Context: an optimization exercise on an open-source flow, tuned for small area, a short achievable clock period and few clock cycles. The choices shown serve that exercise and are no tape-out recipe. Where RTL was checked, it was by simulation tests only, not by an equivalence proof against the original.

== rev 12 ==
// ite_cmac
module ite_cmac (
    input  wire         clk,
    input  wire         rst,
    output reg          ready,
    input  wire         key_load,
    input  wire [255:0] key,
    output reg          kcv_valid,
    output wire [23:0]  kcv,
    input  wire         msg_start,
    input  wire [15:0]  tenant,
    input  wire [15:0]  ns,
    input  wire [63:0]  lba,
    input  wire [31:0]  zgen,
    input  wire [31:0]  key_id,
    input  wire         blk_valid,
    output reg          blk_ready,
    input  wire [127:0] blk_data,
    output reg          tag_valid,
    output wire [127:0] tag
);
clock: 10.0 ns
lec_check: 0
cap_margin: 20
cell_pad_in_sites_detail_placement: 0
cell_pad_in_sites_global_placement: 0
core_margin: 2
core_utilization: 50
place_density: 0.65
setup_slack_margin: 5.0
slew_margin: 20
synth_hierarchical: 1
standard.sh (not shown) runs the stock make flow with config.mk's settings and CLKGATE_MAP_FILE= SYNTH_SCRIPT=/design/flow/synth_recipe.tcl, a recipe that flattens the netlist after the stock synthesis.
==> flow/flow/run.sh <==
#!/bin/bash
set -o pipefail
export BUFFER_PORTS_ARGS="-buffer_cell sky130_fd_sc_hd__buf_1"
bash standard.sh finish > standard_flow.log 2>&1
status=$?
echo "standard.sh exit status $status"
exit $status
#### Input delta (rev 13 over rev 12)
Settings: SETUP_SLACK_MARGIN now 4.5, was 5.0.
Findings:
- The lower final area of rev 12 and rev 13 is in rev 13.
- state[69]$_DFF_P_ as the critical path endpoint was reported by rev 13, and state[92]$_DFF_P_ by rev 12.
- Taking rev 12 as the reference, in rev 13 slew of the pin with the lowest slew margin -0.10 ns, count of clock-buffer cells in the layout went down by about 7%, maximum number of pins on one net before global-route repair decreased by about 27% relative to the old numbers, arrival time of data at the critical path endpoint shows a reduction of 0.25 ns.
- Layout buffer count excluding clock buffers (lower): rev 13
Function was not checked in any run of this note: the RTL went through the layout flow alone.

run 1:
Another version of the RTL of ite_cmac (not shown whole).
Size: about 6,600 cells after synthesis, ~710 I/O pins, ~64,000 um2 of cells after synthesis.
// ite_cmac
module ite_cmac (
    input  wire         clk,
    input  wire         rst,
    output reg          ready,
    input  wire         key_load,
    input  wire [255:0] key,
    output reg          kcv_valid,
    output wire [23:0]  kcv,
    input  wire         msg_start,
    input  wire [15:0]  tenant,
    input  wire [15:0]  ns,
    input  wire [63:0]  lba,
    input  wire [31:0]  zgen,
    input  wire [31:0]  key_id,
    input  wire         blk_valid,
    output reg          blk_ready,
    input  wire [127:0] blk_data,
    output reg          tag_valid,
    output wire [127:0] tag
);
    localparam [1:0] K_L   = 2'd0,     
                     K_KCV = 2'd1,     
                     K_MSG = 2'd2;     
    reg          busy;         
    reg          waiting;      
    reg          kstart;       
    reg          kcap;         
    reg          k1start;      
    reg  [1:0]   kind;
    reg  [3:0]   rnd;          
    reg          last;         
    reg  [8:0]   blk;          
    reg  [127:0] state;        
    reg  [255:0] key_r;        
    reg  [255:0] kw;           
    reg  [127:0] k1;           
    reg  [31:0]  kid;          
    function [7:0] xtime;
        input [7:0] b;
        xtime = {b[6:0], 1'b0} ^ (b[7] ? 8'h1b : 8'h00);
    endfunction
    function [15:0] le16;
        input [15:0] v;
        le16 = {v[7:0], v[15:8]};
    endfunction
    function [31:0] le32;
        input [31:0] v;
        le32 = {v[7:0], v[15:8], v[23:16], v[31:24]};
    endfunction
    function [63:0] le64;
        input [63:0] v;
        le64 = {le32(v[31:0]), le32(v[63:32])};
    endfunction
    genvar g;
    wire [31:0] kw_last = kw[31:0];
    wire [31:0] kw_sub;
  ...
clock: 10.0 ns
lec_check: 0
cap_margin: 20
cell_pad_in_sites_detail_placement: 0
cell_pad_in_sites_global_placement: 0
core_margin: 2
core_utilization: 50
cts_cluster_diameter: 60
cts_cluster_size: 20
place_density: 0.65
setup_slack_margin: 4.5
slew_margin: 20
synth_hierarchical: 1
Scripts as last shown in full above: flow/flow/run.sh
Testbench counts of run 1, summed over its fixed seeds: cycles 115,872.
diff inputs: run 1 => run 2
# run 1
export LEC_CHECK = 0
export CAP_MARGIN = 20
export CELL_PAD_IN_SITES_DETAIL_PLACEMENT = 0
export CELL_PAD_IN_SITES_GLOBAL_PLACEMENT = 0
export CORE_MARGIN = 2
export CORE_UTILIZATION = 50
export CTS_CLUSTER_DIAMETER = 60
export CTS_CLUSTER_SIZE = 20
export PLACE_DENSITY = 0.65
export SETUP_SLACK_MARGIN = 4.5
export SLEW_MARGIN = 20
export SYNTH_HIERARCHICAL = 1
create_clock -name core_clock -period 10.0 [get_ports {clk}]
# run 2
export LEC_CHECK = 0
export CAP_MARGIN = 20
export CELL_PAD_IN_SITES_DETAIL_PLACEMENT = 0
export CELL_PAD_IN_SITES_GLOBAL_PLACEMENT = 0
export CORE_MARGIN = 2
export CORE_UTILIZATION = 50
export CTS_CLUSTER_DIAMETER = 60
export CTS_CLUSTER_SIZE = 20
export PLACE_DENSITY = 0.65
export SETUP_SLACK_MARGIN = 4.6
export SLEW_MARGIN = 20
export SYNTH_HIERARCHICAL = 1
create_clock -name core_clock -period 10.0 [get_ports {clk}]
### Flow results
On register share of the cell area: run 2 sits below run 1. Diff run 1 -> run 2: fmax rose by about 0.4%; count of routing violations after the opening detailed-route iteration saw an increase; worst setup slack up 0.022 ns. Per the comparison of run 2 with run 1, core utilization higher; delay contributed by the slowest stage of the critical path shows a reduction of 0.07 ns. Run 1 -> run 2: number of flip-flops and latches delta 0, exact match. In run 2 the share of post-route cells with drive strength above 1 turned out 0.74 points higher than in run 1. | number of buffers inserted by post-CTS setup repair | higher: run 2 |.

Another version of the RTL of ite_cmac (not shown whole).
Size in the first run: roughly 6900 cells after synthesis, roughly 820 flip-flops, about 710 I/O pins, ~62000 sq um of cells after synthesis.
Settings: LEC_CHECK=0, CAP_MARGIN=20, CELL_PAD_IN_SITES_DETAIL_PLACEMENT=0, CELL_PAD_IN_SITES_GLOBAL_PLACEMENT=0, CORE_MARGIN=2, CORE_UTILIZATION=50, PLACE_DENSITY=0.65, SETUP_SLACK_MARGIN=3.5, SLEW_MARGIN=20, SYNTH_HIERARCHICAL=1; clock period 10.0 ns.
run.sh (not shown) runs the stock make flow with config.mk's settings and CLKGATE_MAP_FILE= SYNTH_SCRIPT=/design/flow/synth_recipe.tcl, a recipe that flattens the netlist after the stock synthesis.
Stock flow here: none of the scripts above is used.
Edit:
SETUP_SLACK_MARGIN = 5   (was 3.5)
Now the flow failed in 5_1_grt with GRT-0232.
Area after synthesis does not change.
Synthesized cell count does not change.
Edit:
CELL_PAD_IN_SITES_DETAIL_PLACEMENT = 2   (was 0)
CELL_PAD_IN_SITES_GLOBAL_PLACEMENT = 3   (was 0)
CORE_UTILIZATION = 25   (was 50)
PLACE_DENSITY = 0.35   (was 0.65)
SETUP_SLACK_MARGIN = unset   (was 5)
Outcome: The changed run produced a clean layout; area after synthesis stays the same; synthesized cell count is unchanged.
Edit:
CELL_PAD_IN_SITES_DETAIL_PLACEMENT = 0   (was 2)
CELL_PAD_IN_SITES_GLOBAL_PLACEMENT = 0   (was 3)
CORE_UTILIZATION = 50   (was 25)
PLACE_DENSITY = 0.65   (was 0.35)
Area after synthesis does not change.
Cell area falls by a few percent.
Via count rises slightly.
Setup slack is better by 0.29 ns.
Synthesized cell count is unchanged.
Non-clock buffer count falls by 102.
No functional check of the RTL was part of any run of this note.

ite_cmac, a different RTL version from the one above (not shown whole).
For scale: roughly 830 flip-flops, ~710 I/O pins, ~59000 µm² of cells after synthesis.
Settings: LEC_CHECK=0, CAP_MARGIN=20, CELL_PAD_IN_SITES_DETAIL_PLACEMENT=0, CELL_PAD_IN_SITES_GLOBAL_PLACEMENT=0, CORE_MARGIN=2, CORE_UTILIZATION=50, CTS_BUF_LIST=sky130_fd_sc_hd__clkbuf_8 sky130_fd_sc_hd__clkbuf_4, PLACE_DENSITY=0.65, SETUP_SLACK_MARGIN=3.5, SLEW_MARGIN=20, SYNTH_HIERARCHICAL=1; clock period 10.0 ns.
Testbench counts at the start, summed over its fixed seeds: cycles 115,872.
Change:
--- a/flow/config.mk
+++ b/flow/config.mk
@@ -12,5 +12,4 @@
 export CORE_UTILIZATION = 50
-export CTS_BUF_LIST = sky130_fd_sc_hd__clkbuf_8 sky130_fd_sc_hd__clkbuf_4
 export PLACE_DENSITY = 0.65
-export SETUP_SLACK_MARGIN = 3.5
+export SETUP_SLACK_MARGIN = 4.0
 export SLEW_MARGIN = 20
Effect:
- The new run completed without violations
- die area is unchanged
- area after synthesis stays the same
- final cell count climbs by 1.2%
- wire length climbs by 2.4%
- count of clock-buffer cells in the layout fell by 96
- clock skew climbs by 0.011 ns
- design area came out higher by 7.3%
- setup slack improved by 0.40 ns
Change:
==> flow/flow/run.sh (new file) <==
#!/bin/bash
set -o pipefail
export BUFFER_PORTS_ARGS="-buffer_cell sky130_fd_sc_hd__buf_1"
bash standard.sh finish > standard_flow.log 2>&1
status=$?
echo "standard.sh exit status $status"
exit $status
==> flow/standard.sh (new file) <==
#!/bin/bash
# synth_recipe.tcl (not shown) runs the flow's synth.tcl, then flattens the netlist and writes it again
# the make line also repeats each setting of config.mk as NAME=value (left out here)
make -C /OpenROAD-flow-scripts/flow DESIGN_CONFIG=/design/flow/config.mk WORK_HOME=/design/flow/orfs CLKGATE_MAP_FILE= SYNTH_SCRIPT=/design/flow/synth_recipe.tcl "${@:-finish}"
--- a/flow/config.mk
+++ b/flow/config.mk
@@ -11,5 +11,5 @@
 export CORE_MARGIN = 2
-export CORE_UTILIZATION = 50
-export PLACE_DENSITY = 0.65
-export SETUP_SLACK_MARGIN = 4.0
+export CORE_UTILIZATION = 65
+export PLACE_DENSITY = 0.78
+export SETUP_SLACK_MARGIN = 3.5
 export SLEW_MARGIN = 20
removed: flow/run.sh
What happened: The changed run finished clean; core utilization increases by 9.0 points; synthesized cell count is unchanged; via count went up by 1.8%; setup slack gets worse by 0.50 ns; wire length came out lower by 4.8%; die area falls by 23%; global-route usage is higher by 7.8 points; clock-buffer cell count drops by 2.
Change:
==> flow/run.sh (new file) <==
#!/bin/bash
# synth_recipe.tcl (not shown) runs the flow's synth.tcl, then flattens the netlist and writes it again
# the make line also repeats each setting of config.mk as NAME=value (left out here)
make -C /OpenROAD-flow-scripts/flow DESIGN_CONFIG=/design/flow/config.mk WORK_HOME=/design/flow/orfs CLKGATE_MAP_FILE= SYNTH_SCRIPT=/design/flow/synth_recipe.tcl finish
--- a/flow/config.mk
+++ b/flow/config.mk
@@ -11,5 +11,5 @@
 export CORE_MARGIN = 2
-export CORE_UTILIZATION = 65
-export PLACE_DENSITY = 0.78
-export SETUP_SLACK_MARGIN = 3.5
+export CORE_UTILIZATION = 50
+export PLACE_DENSITY = 0.65
+export SETUP_SLACK_MARGIN = 3.0
 export SLEW_MARGIN = 20
removed: flow/flow/run.sh
removed: flow/standard.sh
The new run went through all stages and came out clean.
Wire length climbs slightly.
Global-route usage falls by 8.5 points.
Utilization shrinks by 16 points.
Final cell count is higher by a few percent.
Change:
--- a/flow/config.mk
+++ b/flow/config.mk
@@ -13,3 +13,3 @@
 export PLACE_DENSITY = 0.65
-export SETUP_SLACK_MARGIN = 3.0
+export SETUP_SLACK_MARGIN = 3.5
 export SLEW_MARGIN = 20
Outcome: The new run completed with no timing, DRC or antenna violations; routed wire length came out higher by 1.1%; via count came out higher by 1.4%; sequential cell count is unchanged; clock-buffer cell count does not change; cell area came out higher by 4.2%; register-to-register slack gains 0.46 ns; synthesized cell count does not change; non-clock buffer count came out higher by 97; setup slack gains 0.46 ns; cell count came out higher by 1.2%.

-- static timing again, ports no longer ideal --
The results above use ideal ports. As a check the final layouts listed here were re-extracted and re-timed, cells and wires unchanged.
Step 1 (the two cells are an assumption about what drives the block):
set clk [get_ports {clk}]
set_driving_cell -lib_cell sky130_fd_sc_hd__clkbuf_16 $clk
set_driving_cell -lib_cell sky130_fd_sc_hd__buf_2 [delete_from_list [all_inputs] $clk]
Step 2 also shifts input and output timing later by t, the mid clock arrival at the registers, as if the neighbouring blocks saw the same clock.
a / b / c = ideal ports / drivers / drivers and shift; a / b = the first two.
run	t (ns)	setup slack, ns	pins driven straight from the clock port
rev 12	0.838	4.345 / 4.345 / 4.345	1
rev 13	0.797	4.553 / 4.553 / 4.553	1
run 1	0.792	4.666 / 4.666 / 4.666	1
run 2	0.796	4.687 / 4.687 / 4.687	1
the first run of note 3	0.807	3.509 / 3.509 / 3.509	1
the third run of note 3	0.882	1.173 / 1.173 / 1.173	1
the fourth run of note 3	0.821	1.463 / 1.463 / 1.463	1
the first run of note 4	0.938	3.673 / 3.673 / 3.170	1
the second run of note 4	0.774	4.078 / 4.078 / 3.392	1
the third run of note 4	0.756	3.583 / 3.583 / 3.583	1
the fourth run of note 4	0.769	3.304 / 3.304 / 3.162	1
the fifth run of note 4	0.772	3.762 / 3.762 / 3.162	1
After both steps every run listed still meets setup and hold. The setup slack of the second run of note 4, which loses most, moves by 0.000 ns with the drivers and by -0.686 ns with both steps.
